Source: an optimization exercise on an open RTL-to-GDS flow (aim: small area, a short achievable clock period and few clock cycles per item). Production flows keep margins and buffers that such runs may drop. Function was checked by simulation only, so behaviour that the tests miss may differ from the original. No activity file was given, so power comes from the tool's default toggle rates.

==> flow/config.mk <==
export PLATFORM = sky130hd
export DESIGN_NAME = kw_unwrap
export DESIGN_NICKNAME = kw_unwrap
export VERILOG_FILES = /design/flow/design.v
export SDC_FILE = /design/flow/constraint.sdc
export NUM_CORES = 8
export LEC_CHECK = 0
export CAP_MARGIN = 20
export CELL_PAD_IN_SITES_DETAIL_PLACEMENT = 1
export CELL_PAD_IN_SITES_GLOBAL_PLACEMENT = 2
export CORE_MARGIN = 2
export CORE_UTILIZATION = 30
export PLACE_DENSITY = 0.5
export SLEW_MARGIN = 20
==> flow/design.v <==
module aes_sbox (
    input  wire [7:0] a,
    output reg  [7:0] y
);
    always @(*) begin
        case (a)
            8'h00: y = 8'h63;
            8'h01: y = 8'h7c;
            8'h02: y = 8'h77;
            8'h03: y = 8'h7b;
            8'h04: y = 8'hf2;
            8'h05: y = 8'h6b;
            8'h06: y = 8'h6f;
            8'h07: y = 8'hc5;
            8'h08: y = 8'h30;
            8'h09: y = 8'h01;
            8'h0a: y = 8'h67;
            8'h0b: y = 8'h2b;
            8'h0c: y = 8'hfe;
            8'h0d: y = 8'hd7;
            8'h0e: y = 8'hab;
            8'h0f: y = 8'h76;
            8'h10: y = 8'hca;
            8'h11: y = 8'h82;
            8'h12: y = 8'hc9;
            8'h13: y = 8'h7d;
            8'h14: y = 8'hfa;
            8'h15: y = 8'h59;
            8'h16: y = 8'h47;
            8'h17: y = 8'hf0;
            8'h18: y = 8'had;
            8'h19: y = 8'hd4;
            8'h1a: y = 8'ha2;
            8'h1b: y = 8'haf;
            8'h1c: y = 8'h9c;
            8'h1d: y = 8'ha4;
            8'h1e: y = 8'h72;
            8'h1f: y = 8'hc0;
            8'h20: y = 8'hb7;
            8'h21: y = 8'hfd;
            8'h22: y = 8'h93;
            8'h23: y = 8'h26;
            8'h24: y = 8'h36;
            8'h25: y = 8'h3f;
            8'h26: y = 8'hf7;
            8'h27: y = 8'hcc;
            8'h28: y = 8'h34;
            8'h29: y = 8'ha5;
            8'h2a: y = 8'he5;
            8'h2b: y = 8'hf1;
            8'h2c: y = 8'h71;
            8'h2d: y = 8'hd8;
            8'h2e: y = 8'h31;
            8'h2f: y = 8'h15;
            8'h30: y = 8'h04;
            8'h31: y = 8'hc7;
            8'h32: y = 8'h23;
            8'h33: y = 8'hc3;
            8'h34: y = 8'h18;
            8'h35: y = 8'h96;
            8'h36: y = 8'h05;
            8'h37: y = 8'h9a;
            8'h38: y = 8'h07;
            8'h39: y = 8'h12;
            8'h3a: y = 8'h80;
            8'h3b: y = 8'he2;
            8'h3c: y = 8'heb;
            8'h3d: y = 8'h27;
            8'h3e: y = 8'hb2;
            8'h3f: y = 8'h75;
            8'h40: y = 8'h09;
            8'h41: y = 8'h83;
            8'h42: y = 8'h2c;
            8'h43: y = 8'h1a;
            8'h44: y = 8'h1b;
            8'h45: y = 8'h6e;
            8'h46: y = 8'h5a;
            8'h47: y = 8'ha0;
            8'h48: y = 8'h52;
            8'h49: y = 8'h3b;
            8'h4a: y = 8'hd6;
            8'h4b: y = 8'hb3;
            8'h4c: y = 8'h29;
            8'h4d: y = 8'he3;
            8'h4e: y = 8'h2f;
            8'h4f: y = 8'h84;
            8'h50: y = 8'h53;
            8'h51: y = 8'hd1;
            8'h52: y = 8'h00;
            8'h53: y = 8'hed;
            8'h54: y = 8'h20;
            8'h55: y = 8'hfc;
            8'h56: y = 8'hb1;
            8'h57: y = 8'h5b;
            8'h58: y = 8'h6a;
            8'h59: y = 8'hcb;
            8'h5a: y = 8'hbe;
            8'h5b: y = 8'h39;
            8'h5c: y = 8'h4a;
            8'h5d: y = 8'h4c;
            8'h5e: y = 8'h58;
            8'h5f: y = 8'hcf;
            8'h60: y = 8'hd0;
            8'h61: y = 8'hef;
            8'h62: y = 8'haa;
            8'h63: y = 8'hfb;
            8'h64: y = 8'h43;
            8'h65: y = 8'h4d;
            8'h66: y = 8'h33;
            8'h67: y = 8'h85;
            8'h68: y = 8'h45;
            8'h69: y = 8'hf9;
            8'h6a: y = 8'h02;
            8'h6b: y = 8'h7f;
            8'h6c: y = 8'h50;
            8'h6d: y = 8'h3c;
            8'h6e: y = 8'h9f;
            8'h6f: y = 8'ha8;
            8'h70: y = 8'h51;
            8'h71: y = 8'ha3;
            8'h72: y = 8'h40;
            8'h73: y = 8'h8f;
            8'h74: y = 8'h92;
            8'h75: y = 8'h9d;
            8'h76: y = 8'h38;
            8'h77: y = 8'hf5;
            8'h78: y = 8'hbc;
            8'h79: y = 8'hb6;
            8'h7a: y = 8'hda;
            8'h7b: y = 8'h21;
            8'h7c: y = 8'h10;
            8'h7d: y = 8'hff;
            8'h7e: y = 8'hf3;
            8'h7f: y = 8'hd2;
            8'h80: y = 8'hcd;
            8'h81: y = 8'h0c;
            8'h82: y = 8'h13;
            8'h83: y = 8'hec;
            8'h84: y = 8'h5f;
            8'h85: y = 8'h97;
            8'h86: y = 8'h44;
            8'h87: y = 8'h17;
            8'h88: y = 8'hc4;
            8'h89: y = 8'ha7;
            8'h8a: y = 8'h7e;
            8'h8b: y = 8'h3d;
            8'h8c: y = 8'h64;
            8'h8d: y = 8'h5d;
            8'h8e: y = 8'h19;
            8'h8f: y = 8'h73;
            8'h90: y = 8'h60;
            8'h91: y = 8'h81;
            8'h92: y = 8'h4f;
            8'h93: y = 8'hdc;
            8'h94: y = 8'h22;
            8'h95: y = 8'h2a;
            8'h96: y = 8'h90;
            8'h97: y = 8'h88;
            8'h98: y = 8'h46;
            8'h99: y = 8'hee;
            8'h9a: y = 8'hb8;
            8'h9b: y = 8'h14;
            8'h9c: y = 8'hde;
            8'h9d: y = 8'h5e;
            8'h9e: y = 8'h0b;
            8'h9f: y = 8'hdb;
            8'ha0: y = 8'he0;
            8'ha1: y = 8'h32;
            8'ha2: y = 8'h3a;
            8'ha3: y = 8'h0a;
            8'ha4: y = 8'h49;
            8'ha5: y = 8'h06;
            8'ha6: y = 8'h24;
            8'ha7: y = 8'h5c;
            8'ha8: y = 8'hc2;
            8'ha9: y = 8'hd3;
            8'haa: y = 8'hac;
            8'hab: y = 8'h62;
            8'hac: y = 8'h91;
            8'had: y = 8'h95;
            8'hae: y = 8'he4;
            8'haf: y = 8'h79;
            8'hb0: y = 8'he7;
            8'hb1: y = 8'hc8;
            8'hb2: y = 8'h37;
            8'hb3: y = 8'h6d;
            8'hb4: y = 8'h8d;
            8'hb5: y = 8'hd5;
            8'hb6: y = 8'h4e;
            8'hb7: y = 8'ha9;
            8'hb8: y = 8'h6c;
            8'hb9: y = 8'h56;
            8'hba: y = 8'hf4;
            8'hbb: y = 8'hea;
            8'hbc: y = 8'h65;
            8'hbd: y = 8'h7a;
            8'hbe: y = 8'hae;
            8'hbf: y = 8'h08;
            8'hc0: y = 8'hba;
            8'hc1: y = 8'h78;
            8'hc2: y = 8'h25;
            8'hc3: y = 8'h2e;
            8'hc4: y = 8'h1c;
            8'hc5: y = 8'ha6;
            8'hc6: y = 8'hb4;
            8'hc7: y = 8'hc6;
            8'hc8: y = 8'he8;
            8'hc9: y = 8'hdd;
            8'hca: y = 8'h74;
            8'hcb: y = 8'h1f;
            8'hcc: y = 8'h4b;
            8'hcd: y = 8'hbd;
            8'hce: y = 8'h8b;
            8'hcf: y = 8'h8a;
            8'hd0: y = 8'h70;
            8'hd1: y = 8'h3e;
            8'hd2: y = 8'hb5;
            8'hd3: y = 8'h66;
            8'hd4: y = 8'h48;
            8'hd5: y = 8'h03;
            8'hd6: y = 8'hf6;
            8'hd7: y = 8'h0e;
            8'hd8: y = 8'h61;
            8'hd9: y = 8'h35;
            8'hda: y = 8'h57;
            8'hdb: y = 8'hb9;
            8'hdc: y = 8'h86;
            8'hdd: y = 8'hc1;
            8'hde: y = 8'h1d;
            8'hdf: y = 8'h9e;
            8'he0: y = 8'he1;
            8'he1: y = 8'hf8;
            8'he2: y = 8'h98;
            8'he3: y = 8'h11;
            8'he4: y = 8'h69;
            8'he5: y = 8'hd9;
            8'he6: y = 8'h8e;
            8'he7: y = 8'h94;
            8'he8: y = 8'h9b;
            8'he9: y = 8'h1e;
            8'hea: y = 8'h87;
            8'heb: y = 8'he9;
            8'hec: y = 8'hce;
            8'hed: y = 8'h55;
            8'hee: y = 8'h28;
            8'hef: y = 8'hdf;
            8'hf0: y = 8'h8c;
            8'hf1: y = 8'ha1;
            8'hf2: y = 8'h89;
            8'hf3: y = 8'h0d;
            8'hf4: y = 8'hbf;
            8'hf5: y = 8'he6;
            8'hf6: y = 8'h42;
            8'hf7: y = 8'h68;
            8'hf8: y = 8'h41;
            8'hf9: y = 8'h99;
            8'hfa: y = 8'h2d;
            8'hfb: y = 8'h0f;
            8'hfc: y = 8'hb0;
            8'hfd: y = 8'h54;
            8'hfe: y = 8'hbb;
            8'hff: y = 8'h16;
            default: y = 8'h00;
        endcase
    end
endmodule
module aes_inv_sbox (
    input  wire [7:0] a,
    output reg  [7:0] y
);
    always @(*) begin
        case (a)
            8'h00: y = 8'h52;
            8'h01: y = 8'h09;
            8'h02: y = 8'h6a;
            8'h03: y = 8'hd5;
            8'h04: y = 8'h30;
            8'h05: y = 8'h36;
            8'h06: y = 8'ha5;
            8'h07: y = 8'h38;
            8'h08: y = 8'hbf;
            8'h09: y = 8'h40;
            8'h0a: y = 8'ha3;
            8'h0b: y = 8'h9e;
            8'h0c: y = 8'h81;
            8'h0d: y = 8'hf3;
            8'h0e: y = 8'hd7;
            8'h0f: y = 8'hfb;
            8'h10: y = 8'h7c;
            8'h11: y = 8'he3;
            8'h12: y = 8'h39;
            8'h13: y = 8'h82;
            8'h14: y = 8'h9b;
            8'h15: y = 8'h2f;
            8'h16: y = 8'hff;
            8'h17: y = 8'h87;
            8'h18: y = 8'h34;
            8'h19: y = 8'h8e;
            8'h1a: y = 8'h43;
            8'h1b: y = 8'h44;
            8'h1c: y = 8'hc4;
            8'h1d: y = 8'hde;
            8'h1e: y = 8'he9;
            8'h1f: y = 8'hcb;
            8'h20: y = 8'h54;
            8'h21: y = 8'h7b;
            8'h22: y = 8'h94;
            8'h23: y = 8'h32;
            8'h24: y = 8'ha6;
            8'h25: y = 8'hc2;
            8'h26: y = 8'h23;
            8'h27: y = 8'h3d;
            8'h28: y = 8'hee;
            8'h29: y = 8'h4c;
            8'h2a: y = 8'h95;
            8'h2b: y = 8'h0b;
            8'h2c: y = 8'h42;
            8'h2d: y = 8'hfa;
            8'h2e: y = 8'hc3;
            8'h2f: y = 8'h4e;
            8'h30: y = 8'h08;
            8'h31: y = 8'h2e;
            8'h32: y = 8'ha1;
            8'h33: y = 8'h66;
            8'h34: y = 8'h28;
            8'h35: y = 8'hd9;
            8'h36: y = 8'h24;
            8'h37: y = 8'hb2;
            8'h38: y = 8'h76;
            8'h39: y = 8'h5b;
            8'h3a: y = 8'ha2;
            8'h3b: y = 8'h49;
            8'h3c: y = 8'h6d;
            8'h3d: y = 8'h8b;
            8'h3e: y = 8'hd1;
            8'h3f: y = 8'h25;
            8'h40: y = 8'h72;
            8'h41: y = 8'hf8;
            8'h42: y = 8'hf6;
            8'h43: y = 8'h64;
            8'h44: y = 8'h86;
            8'h45: y = 8'h68;
            8'h46: y = 8'h98;
            8'h47: y = 8'h16;
            8'h48: y = 8'hd4;
            8'h49: y = 8'ha4;
            8'h4a: y = 8'h5c;
            8'h4b: y = 8'hcc;
            8'h4c: y = 8'h5d;
            8'h4d: y = 8'h65;
            8'h4e: y = 8'hb6;
            8'h4f: y = 8'h92;
            8'h50: y = 8'h6c;
            8'h51: y = 8'h70;
            8'h52: y = 8'h48;
            8'h53: y = 8'h50;
            8'h54: y = 8'hfd;
            8'h55: y = 8'hed;
            8'h56: y = 8'hb9;
            8'h57: y = 8'hda;
            8'h58: y = 8'h5e;
            8'h59: y = 8'h15;
            8'h5a: y = 8'h46;
            8'h5b: y = 8'h57;
            8'h5c: y = 8'ha7;
            8'h5d: y = 8'h8d;
            8'h5e: y = 8'h9d;
            8'h5f: y = 8'h84;
            8'h60: y = 8'h90;
            8'h61: y = 8'hd8;
            8'h62: y = 8'hab;
            8'h63: y = 8'h00;
            8'h64: y = 8'h8c;
            8'h65: y = 8'hbc;
            8'h66: y = 8'hd3;
            8'h67: y = 8'h0a;
            8'h68: y = 8'hf7;
            8'h69: y = 8'he4;
            8'h6a: y = 8'h58;
            8'h6b: y = 8'h05;
            8'h6c: y = 8'hb8;
            8'h6d: y = 8'hb3;
            8'h6e: y = 8'h45;
            8'h6f: y = 8'h06;
            8'h70: y = 8'hd0;
            8'h71: y = 8'h2c;
            8'h72: y = 8'h1e;
            8'h73: y = 8'h8f;
            8'h74: y = 8'hca;
            8'h75: y = 8'h3f;
            8'h76: y = 8'h0f;
            8'h77: y = 8'h02;
            8'h78: y = 8'hc1;
            8'h79: y = 8'haf;
            8'h7a: y = 8'hbd;
            8'h7b: y = 8'h03;
            8'h7c: y = 8'h01;
            8'h7d: y = 8'h13;
            8'h7e: y = 8'h8a;
            8'h7f: y = 8'h6b;
            8'h80: y = 8'h3a;
            8'h81: y = 8'h91;
            8'h82: y = 8'h11;
            8'h83: y = 8'h41;
            8'h84: y = 8'h4f;
            8'h85: y = 8'h67;
            8'h86: y = 8'hdc;
            8'h87: y = 8'hea;
            8'h88: y = 8'h97;
            8'h89: y = 8'hf2;
            8'h8a: y = 8'hcf;
            8'h8b: y = 8'hce;
            8'h8c: y = 8'hf0;
            8'h8d: y = 8'hb4;
            8'h8e: y = 8'he6;
            8'h8f: y = 8'h73;
            8'h90: y = 8'h96;
            8'h91: y = 8'hac;
            8'h92: y = 8'h74;
            8'h93: y = 8'h22;
            8'h94: y = 8'he7;
            8'h95: y = 8'had;
            8'h96: y = 8'h35;
            8'h97: y = 8'h85;
            8'h98: y = 8'he2;
            8'h99: y = 8'hf9;
            8'h9a: y = 8'h37;
            8'h9b: y = 8'he8;
            8'h9c: y = 8'h1c;
            8'h9d: y = 8'h75;
            8'h9e: y = 8'hdf;
            8'h9f: y = 8'h6e;
            8'ha0: y = 8'h47;
            8'ha1: y = 8'hf1;
            8'ha2: y = 8'h1a;
            8'ha3: y = 8'h71;
            8'ha4: y = 8'h1d;
            8'ha5: y = 8'h29;
            8'ha6: y = 8'hc5;
            8'ha7: y = 8'h89;
            8'ha8: y = 8'h6f;
            8'ha9: y = 8'hb7;
            8'haa: y = 8'h62;
            8'hab: y = 8'h0e;
            8'hac: y = 8'haa;
            8'had: y = 8'h18;
            8'hae: y = 8'hbe;
            8'haf: y = 8'h1b;
            8'hb0: y = 8'hfc;
            8'hb1: y = 8'h56;
            8'hb2: y = 8'h3e;
            8'hb3: y = 8'h4b;
            8'hb4: y = 8'hc6;
            8'hb5: y = 8'hd2;
            8'hb6: y = 8'h79;
            8'hb7: y = 8'h20;
            8'hb8: y = 8'h9a;
            8'hb9: y = 8'hdb;
            8'hba: y = 8'hc0;
            8'hbb: y = 8'hfe;
            8'hbc: y = 8'h78;
            8'hbd: y = 8'hcd;
            8'hbe: y = 8'h5a;
            8'hbf: y = 8'hf4;
            8'hc0: y = 8'h1f;
            8'hc1: y = 8'hdd;
            8'hc2: y = 8'ha8;
            8'hc3: y = 8'h33;
            8'hc4: y = 8'h88;
            8'hc5: y = 8'h07;
            8'hc6: y = 8'hc7;
            8'hc7: y = 8'h31;
            8'hc8: y = 8'hb1;
            8'hc9: y = 8'h12;
            8'hca: y = 8'h10;
            8'hcb: y = 8'h59;
            8'hcc: y = 8'h27;
            8'hcd: y = 8'h80;
            8'hce: y = 8'hec;
            8'hcf: y = 8'h5f;
            8'hd0: y = 8'h60;
            8'hd1: y = 8'h51;
            8'hd2: y = 8'h7f;
            8'hd3: y = 8'ha9;
            8'hd4: y = 8'h19;
            8'hd5: y = 8'hb5;
            8'hd6: y = 8'h4a;
            8'hd7: y = 8'h0d;
            8'hd8: y = 8'h2d;
            8'hd9: y = 8'he5;
            8'hda: y = 8'h7a;
            8'hdb: y = 8'h9f;
            8'hdc: y = 8'h93;
            8'hdd: y = 8'hc9;
            8'hde: y = 8'h9c;
            8'hdf: y = 8'hef;
            8'he0: y = 8'ha0;
            8'he1: y = 8'he0;
            8'he2: y = 8'h3b;
            8'he3: y = 8'h4d;
            8'he4: y = 8'hae;
            8'he5: y = 8'h2a;
            8'he6: y = 8'hf5;
            8'he7: y = 8'hb0;
            8'he8: y = 8'hc8;
            8'he9: y = 8'heb;
            8'hea: y = 8'hbb;
            8'heb: y = 8'h3c;
            8'hec: y = 8'h83;
            8'hed: y = 8'h53;
            8'hee: y = 8'h99;
            8'hef: y = 8'h61;
            8'hf0: y = 8'h17;
            8'hf1: y = 8'h2b;
            8'hf2: y = 8'h04;
            8'hf3: y = 8'h7e;
            8'hf4: y = 8'hba;
            8'hf5: y = 8'h77;
            8'hf6: y = 8'hd6;
            8'hf7: y = 8'h26;
            8'hf8: y = 8'he1;
            8'hf9: y = 8'h69;
            8'hfa: y = 8'h14;
            8'hfb: y = 8'h63;
            8'hfc: y = 8'h55;
            8'hfd: y = 8'h21;
            8'hfe: y = 8'h0c;
            8'hff: y = 8'h7d;
            default: y = 8'h00;
        endcase
    end
endmodule
module aes_inv_mixcol (
    input  wire [31:0] a,
    output wire [31:0] y
);
    wire [7:0] a0 = a[31:24];
    wire [7:0] a1 = a[23:16];
    wire [7:0] a2 = a[15:8];
    wire [7:0] a3 = a[7:0];
    wire [7:0] a0x2, a0x4, a0x8, a1x2, a1x4, a1x8, a2x2, a2x4, a2x8, a3x2, a3x4, a3x8;
    assign a0x2 = {a0[6:0], 1'b0}   ^ (a0[7]   ? 8'h1b : 8'h00);
    assign a0x4 = {a0x2[6:0], 1'b0} ^ (a0x2[7] ? 8'h1b : 8'h00);
    assign a0x8 = {a0x4[6:0], 1'b0} ^ (a0x4[7] ? 8'h1b : 8'h00);
    assign a1x2 = {a1[6:0], 1'b0}   ^ (a1[7]   ? 8'h1b : 8'h00);
    assign a1x4 = {a1x2[6:0], 1'b0} ^ (a1x2[7] ? 8'h1b : 8'h00);
    assign a1x8 = {a1x4[6:0], 1'b0} ^ (a1x4[7] ? 8'h1b : 8'h00);
    assign a2x2 = {a2[6:0], 1'b0}   ^ (a2[7]   ? 8'h1b : 8'h00);
    assign a2x4 = {a2x2[6:0], 1'b0} ^ (a2x2[7] ? 8'h1b : 8'h00);
    assign a2x8 = {a2x4[6:0], 1'b0} ^ (a2x4[7] ? 8'h1b : 8'h00);
    assign a3x2 = {a3[6:0], 1'b0}   ^ (a3[7]   ? 8'h1b : 8'h00);
    assign a3x4 = {a3x2[6:0], 1'b0} ^ (a3x2[7] ? 8'h1b : 8'h00);
    assign a3x8 = {a3x4[6:0], 1'b0} ^ (a3x4[7] ? 8'h1b : 8'h00);
    wire [7:0] a0x9  = a0x8 ^ a0,  a1x9  = a1x8 ^ a1,  a2x9  = a2x8 ^ a2,  a3x9  = a3x8 ^ a3;
    wire [7:0] a0x11 = a0x9 ^ a0x2, a1x11 = a1x9 ^ a1x2, a2x11 = a2x9 ^ a2x2, a3x11 = a3x9 ^ a3x2;
    wire [7:0] a0x13 = a0x9 ^ a0x4, a1x13 = a1x9 ^ a1x4, a2x13 = a2x9 ^ a2x4, a3x13 = a3x9 ^ a3x4;
    wire [7:0] a0x14 = a0x8 ^ a0x4 ^ a0x2, a1x14 = a1x8 ^ a1x4 ^ a1x2;
    wire [7:0] a2x14 = a2x8 ^ a2x4 ^ a2x2, a3x14 = a3x8 ^ a3x4 ^ a3x2;
    assign y[31:24] = a0x14 ^ a1x11 ^ a2x13 ^ a3x9;
    assign y[23:16] = a0x9  ^ a1x14 ^ a2x11 ^ a3x13;
    assign y[15:8]  = a0x13 ^ a1x9  ^ a2x14 ^ a3x11;
    assign y[7:0]   = a0x11 ^ a1x13 ^ a2x9  ^ a3x14;
endmodule
module kw_unwrap (
    input  wire         clk,
    input  wire         rst,
    input  wire         req_valid,
    output wire         req_ready,
    input  wire         req_kek,
    input  wire         req_long,
    input  wire [319:0] req_data,
    output wire         resp_valid,
    input  wire         resp_ready,
    output wire [255:0] resp_key,
    output wire         resp_ok
);
    localparam [63:0] IV = 64'hA6A6_A6A6_A6A6_A6A6;
    localparam [2:0] S_IDLE  = 3'd0,
                     S_KEXP  = 3'd1,
                     S_LOAD  = 3'd2,
                     S_ROUND = 3'd3,
                     S_RESP  = 3'd4;
    reg  [2:0]   state;
    reg  [3:0]   kstep;      
    reg  [3:0]   round;      
    reg  [4:0]   t;          
    reg  [2:0]   idx;        
    reg          long_key;   
    reg  [255:0] kwin;       
    reg  [127:0] st;         
    reg  [63:0]  a_reg;
    reg  [63:0]  r1, r2, r3, r4;
    wire [127:0] rk [0:14];
    wire [127:0] rk_new;
    wire         kek_load = (state == S_IDLE) && req_valid && req_kek;
    wire         kexp_we  = (state == S_KEXP);
    genvar g;
    generate
        for (g = 0; g < 15; g = g + 1) begin : g_rk
            reg [127:0] q;
            always @(posedge clk) begin
                if (g == 0 && kek_load)
                    q <= req_data[255:128];
                else if (g == 1 && kek_load)
                    q <= req_data[127:0];
                else if (g >= 2 && kexp_we && kstep == g)
                    q <= rk_new;
            end
            assign rk[g] = q;
        end
    endgenerate
    wire [31:0] w_last = kwin[31:0];
    wire [31:0] sub_in = kstep[0] ? w_last : {w_last[23:0], w_last[31:24]};
    wire [31:0] sub_out;
    generate
        for (g = 0; g < 4; g = g + 1) begin : g_ksbox
            aes_sbox u_sbox (.a(sub_in[8*g +: 8]), .y(sub_out[8*g +: 8]));
        end
    endgenerate
    reg [7:0] rcon;
    always @(*) begin
        case (kstep[3:1])
            3'd1:    rcon = 8'h01;
            3'd2:    rcon = 8'h02;
            3'd3:    rcon = 8'h04;
            3'd4:    rcon = 8'h08;
            3'd5:    rcon = 8'h10;
            3'd6:    rcon = 8'h20;
            3'd7:    rcon = 8'h40;
            default: rcon = 8'h00;
        endcase
    end
    wire [31:0] ktemp = kstep[0] ? sub_out : (sub_out ^ {rcon, 24'h0});
    wire [31:0] nw0 = kwin[255:224] ^ ktemp;
    wire [31:0] nw1 = kwin[223:192] ^ nw0;
    wire [31:0] nw2 = kwin[191:160] ^ nw1;
    wire [31:0] nw3 = kwin[159:128] ^ nw2;
    assign rk_new = {nw0, nw1, nw2, nw3};
    wire [127:0] isr;
    wire [127:0] isb;
    wire [127:0] ark;
    wire [127:0] imc;
    generate
        for (g = 0; g < 16; g = g + 1) begin : g_round
            localparam integer ROW = g % 4;
            localparam integer COL = g / 4;
            localparam integer SRC = ROW + 4 * ((COL + 4 - ROW) % 4);
            assign isr[127-8*g -: 8] = st[127-8*SRC -: 8];
            aes_inv_sbox u_isbox (.a(isr[127-8*g -: 8]), .y(isb[127-8*g -: 8]));
        end
        for (g = 0; g < 4; g = g + 1) begin : g_imc
            aes_inv_mixcol u_imc (.a(ark[127-32*g -: 32]), .y(imc[127-32*g -: 32]));
        end
    endgenerate
    assign ark = isb ^ rk[round];
    reg [63:0] r_sel;
    always @(*) begin
        case (idx)
            3'd1:    r_sel = r1;
            3'd2:    r_sel = r2;
            3'd3:    r_sel = r3;
            default: r_sel = r4;
        endcase
    end
    wire [127:0] blk_in = {a_reg ^ {59'd0, t}, r_sel};
    always @(posedge clk) begin
        if (rst) begin
            state <= S_IDLE;
        end else begin
            case (state)
                S_IDLE: begin
                    if (req_valid) begin
                        if (req_kek) begin
                            kwin  <= req_data[255:0];
                            kstep <= 4'd2;
                            state <= S_KEXP;
                        end else begin
                            a_reg    <= req_data[319:256];
                            r1       <= req_data[255:192];
                            r2       <= req_data[191:128];
                            r3       <= req_data[127:64];
                            r4       <= req_data[63:0];
                            long_key <= req_long;
                            idx      <= req_long ? 3'd4 : 3'd2;
                            t        <= req_long ? 5'd24 : 5'd12;
                            state    <= S_LOAD;
                        end
                    end
                end
                S_KEXP: begin
                    kwin  <= {kwin[127:0], rk_new};
                    kstep <= kstep + 4'd1;
                    if (kstep == 4'd14)
                        state <= S_IDLE;
                end
                S_LOAD: begin
                    st    <= blk_in ^ rk[14];
                    round <= 4'd13;
                    state <= S_ROUND;
                end
                S_ROUND: begin
                    if (round != 4'd0) begin
                        st    <= imc;
                        round <= round - 4'd1;
                    end else begin
                        a_reg <= ark[127:64];
                        case (idx)
                            3'd1:    r1 <= ark[63:0];
                            3'd2:    r2 <= ark[63:0];
                            3'd3:    r3 <= ark[63:0];
                            default: r4 <= ark[63:0];
                        endcase
                        t   <= t - 5'd1;
                        idx <= (idx == 3'd1) ? (long_key ? 3'd4 : 3'd2) : idx - 3'd1;
                        if (t == 5'd1)
                            state <= S_RESP;
                        else
                            state <= S_LOAD;
                    end
                end
                S_RESP: begin
                    if (resp_ready)
                        state <= S_IDLE;
                end
                default: state <= S_IDLE;
            endcase
        end
    end
    assign req_ready  = (state == S_IDLE);
    assign resp_valid = (state == S_RESP);
    assign resp_ok    = (a_reg == IV);
    assign resp_key   = resp_ok ? {r1, r2, (long_key ? {r3, r4} : 128'd0)} : 256'd0;
endmodule
==> flow/constraint.sdc <==
create_clock -name core_clock -period 12.0 [get_ports {clk}]
set_input_delay 2.4000 -clock core_clock [delete_from_list [all_inputs] [get_ports {clk}]]
set_output_delay 2.4000 -clock core_clock [all_outputs]
set_load 0.01 [all_outputs]
==> flow/run.sh <==
#!/bin/bash
# synth_recipe.tcl (not shown) runs the flow's synth.tcl, then flattens the netlist and writes it again
# the make line also repeats each setting of config.mk as NAME=value (left out here)
make -C /OpenROAD-flow-scripts/flow DESIGN_CONFIG=/design/flow/config.mk WORK_HOME=/design/flow/orfs CLKGATE_MAP_FILE= SYNTH_SCRIPT=/design/flow/synth_recipe.tcl finish
==> impl_metrics.yaml <==
status:
  status: "complete, no violations"
critical_path:
  start_kind: "flop"
  required_ns: 12.84
  critPathKind: "reg -> reg"
  cp-end-kind: "flop"
  worstPathArrival_ns: 10.97
  path_max_fanout: 69
synthesis:
  synthFlopType: "edfxtp_1"
  synth_seq_cells: 2772
  yosys.area_share.simple_pct: 14.5
  synth_xor_area_share_pct: 7.71
  synth_top_area_cell: "edfxtp_1"
  synthAdderAreaFrac_pct: 2.60
  synth_top_family_by_area: "compound AO/OA/AOI/OAI gates"
  synthMuxAreaShare_pct: 2.41
  synthCells: 19800
  syn-num-nets: 20500
  ys_warn_count: 3
  ys_types: 139
  synth_area_leaders: "edfxtp_1, nand2_1, a21oi_1, o21ai_0, nor2_1"
  synth-compound-area-share_pct: 24.5
  async_flop_share_pct: 0
  mappedNetlistArea_sq_um: 189000
  synth_area_per_cell_sq_um: 9.59
  synth_edf_count: 2641
  ys_seq_area_share_pct: 43.2
  synth_top_area_share_pct: 41.9
place:
  place_congestion: 0.972
  dpl.hpwl_um: 912000
  port_buffers: 584
clock_tree:
  path_clk_slew_ns: 0.07
  cts_setup_buffers: 0
  cts-resized-gates: 0
  cts-htree-levels: 5
  hold_buffers: 0
  cts_tree: "yes"
  clkLatencyLatePin_ns: 1.00
  root_buffer: "clkbuf_16"
  cts_sinks: 2772
  clockBufferDepth: 4
  cts_made_buffers: 343
finish:
  drive_above_1_share_pct: 10.2
  nNetsFinal: 20400
  reg_top3: "g_rk.q: 1920 flops, kwin: 256 flops"
  regMostFlops: "g_rk.q"
  largest_reg_flops: 1920
  fin_util_pct: 34.5
  area_growth_pct: 14.6
pwr:
  ir_worst_vdd_uv: 478
  power.density_nw_per_um2: 264
  leakage_nw: 75.4
sta:
  worst_pin_slew_ns: 1.41
  slew_headroom_pct: 5.95
  skew_ns: 0.0705
  slew_viol_final: 0
  period_share_pct: 84.4
  rsz0062_at_grt: "no"
  fmax_mhz: 98.7
  hold_viol_final: 0
  finalSetupViolCount: 0
  tns_ns: 0
  final.min_clock_period_ns: 10.13
detailed_routing:
  drc_errors: 0
  num_vias: 185000
  first_iter_violations: 26900
  antenna_violating_nets_post_route: 0
  drtPass1Iterations: 8
  wl_per_cell_um: 44.4
  drt-total-wl_um: 1260000
  vias_per_cell: 6.50
global_routing:
  overflow: 0
  antenna_found_initial: 151
  first_global_vias: 176000
  grt_max_degree: 134
  track_usage_pct: 38.0
  grt_pass1_wl_um: 1680000
floorplanning:
  die_area_sq_um: 638000
  ioPinCount: 585
  dieWidth_um: 799
  core_area_sq_um: 628000
  rows: 291
  initial_core_util_pct: 30.1
  die_y_um: 799
job:
  cap_viol_max_count: 0
worst_hold_path:
  min_path_type: "reg -> reg"
[cell usage in the layout, fill, tap and decap left out, types with 347 or more instances in the layout]
master and instances:
a21oi_1 1480, a31oi_1 352, buf_4 809, clkbuf_16 347, clkdlybuf4s50_1 581, edfxtp_1 2641, ha_1 390, nand2_1 2565
nand3_1 552, nor2_1 1502, nor3_1 482, o211ai_1 368, o21ai_0 1225, xnor2_1 542
[metal layers]
layer | wire [um] | GRT usage [%] | vias up | part of all wire [%]
li1 | - | - | 75600 | -
met4 | 67600 | 17.4 | 42 | 5.4
met3 | 109000 | 6.51 | 1496 | 8.6
met1 | 538000 | 53.0 | 97600 | 43
met2 | 547000 | 57.2 | 10100 | 43
met5 | 299 | 0 | - | 0.024
[path summary, 6_finish.rpt]
check | start | to | slack [ns] | cells after the start
worst max-delay path | round[0] | g_round[14].u_isbox.y[3] | 1.87 | 21
worst min register to register | kwin[43] | kwin[171] | 0.50 | 2
worst max register to register | round[0] | g_round[14].u_isbox.y[3] | 1.87 | 21
worst min-delay path | kwin[43] | kwin[171] | 0.50 | 2
[stage by stage]
step / hold WS (ns) / instance area, sq um / cells / power [mW] / worst slack (ns)
2_1_floorplan: 0.484 / 189000 / 19800 / 31.5 / 0.669
3_3_place_gp: 0.489 / 206000 / 27700 / 46.3 / 1.88
3_5_place_dp: 0.495 / 206000 / 27700 / 46.1 / 2.07
4_1_cts: 0.502 / 217000 / 28300 / 56.7 / 2.07
5_1_grt: 0.515 / 217000 / 28300 / 58.4 / 1.77
6_report: 0.503 / 217000 / 28400 / 57.3 / 1.87
[cells by family (layout without fill, tap and decap cells)]
group / count (synthesis) / after routing
and+or+nand+nor: 6180 / 6180
adders and majority gates: 394 / 394
DFF: 2772 / 2772
AOI/OAI and AO/OA: 6798 / 6798
other: 0 / 103
muxes: 426 / 426
xor gates and xnor gates: 1174 / 1174
buffers and inverters: 2008 / 2226
[cells in the mapped netlist, drive strengths merged (96+ instances only)]
master	number
clkbuf	923
xor2	252
o221ai	156
nand3	555
a31oi	372
xnor2	684
nand2b	128
and2	232
a221oi	318
o21ai	1304
a311oi	257
buf	920
edfxtp	2641
xnor3	198
nand2	2587
and3	210
a211oi	332
o311ai	232
dfxtp	131
o211ai	369
nor3	503
o22ai	252
a22o	120
o21a	287
inv	156
nor2	1541
a22oi	331
ha	394
o31ai	96
mux2i	321
a21oi	1502
[cell type report]
cell class | count | area, sq um
multi-input combinational | 15000 | 100000
clock inverter | 181 | 1850
antenna | 103 | 258
sequential | 2772 | 81900
fill | 70700 | 411000
tap | 8350 | 10400
clock buffer | 436 | 9040
timing repair buffer | 1444 | 12900
inverter | 165 | 633
[worst max-delay path, stage by stage (launching register included)]
cell	delay, ns
edfxtp_1	0.50
inv_1	0.21
ha_4	0.59
buf_12	0.48
nand2_1	0.82
o22ai_1	0.63
or3_1	0.19
o211ai_2	0.10
buf_4	0.24
xnor2_1	0.74
xnor3_1	0.46
xor2_1	0.30
a21oi_2	0.31
mux2i_2	0.98
clkinv_1	0.79
ha_1	0.67
nand2b_1	0.45
and3_1	0.29
a311oi_1	0.65
a31oi_1	0.20
nand4_1	0.17
o221ai_1	0.12
[power by group]
| part | total (mW) | internal, mW | leakage [nW] | switching [mW] |
|---|---|---|---|---|
| clock network | 10.6 | 5.88 | 5.30 | 4.67 |
| logic | 33.2 | 11.1 | 45.0 | 22.2 |
| registers | 13.5 | 12.6 | 25.1 | 0.894 |
| total | 57.3 | 29.6 | 75.4 | 27.7 |
Testbench counts, summed over its fixed seeds: cycles 69,384, items 256.

-- re-timing with driven ports --
How much do the figures lean on ideal ports? The routed layout below was timed once more, with nothing changed but the port constraints.
Step 1 assumes that a clkbuf_16 drives the clock port and a buf_2 every other input.
Step 2 adds t to the input delays and takes it off the output delays; t is the mean of the earliest and latest rising clock arrival at the registers after step 1. Input paths then give back, and output paths get back, about the clock's delay inside the block.
Slacks: ideal ports / drivers / drivers and shift; pairs: ideal ports / drivers.
shift t [ns]: 1.108
slack for setup (ns): 1.866 / 1.866 / 1.866
worst setup path after step 2: register to register
worst register clock-pin slew, ns: 0.08 / 0.08
After both steps this run still meets setup and hold. The setup slack of this run moves by 0.000 ns with the drivers and by 0.000 ns with both steps.
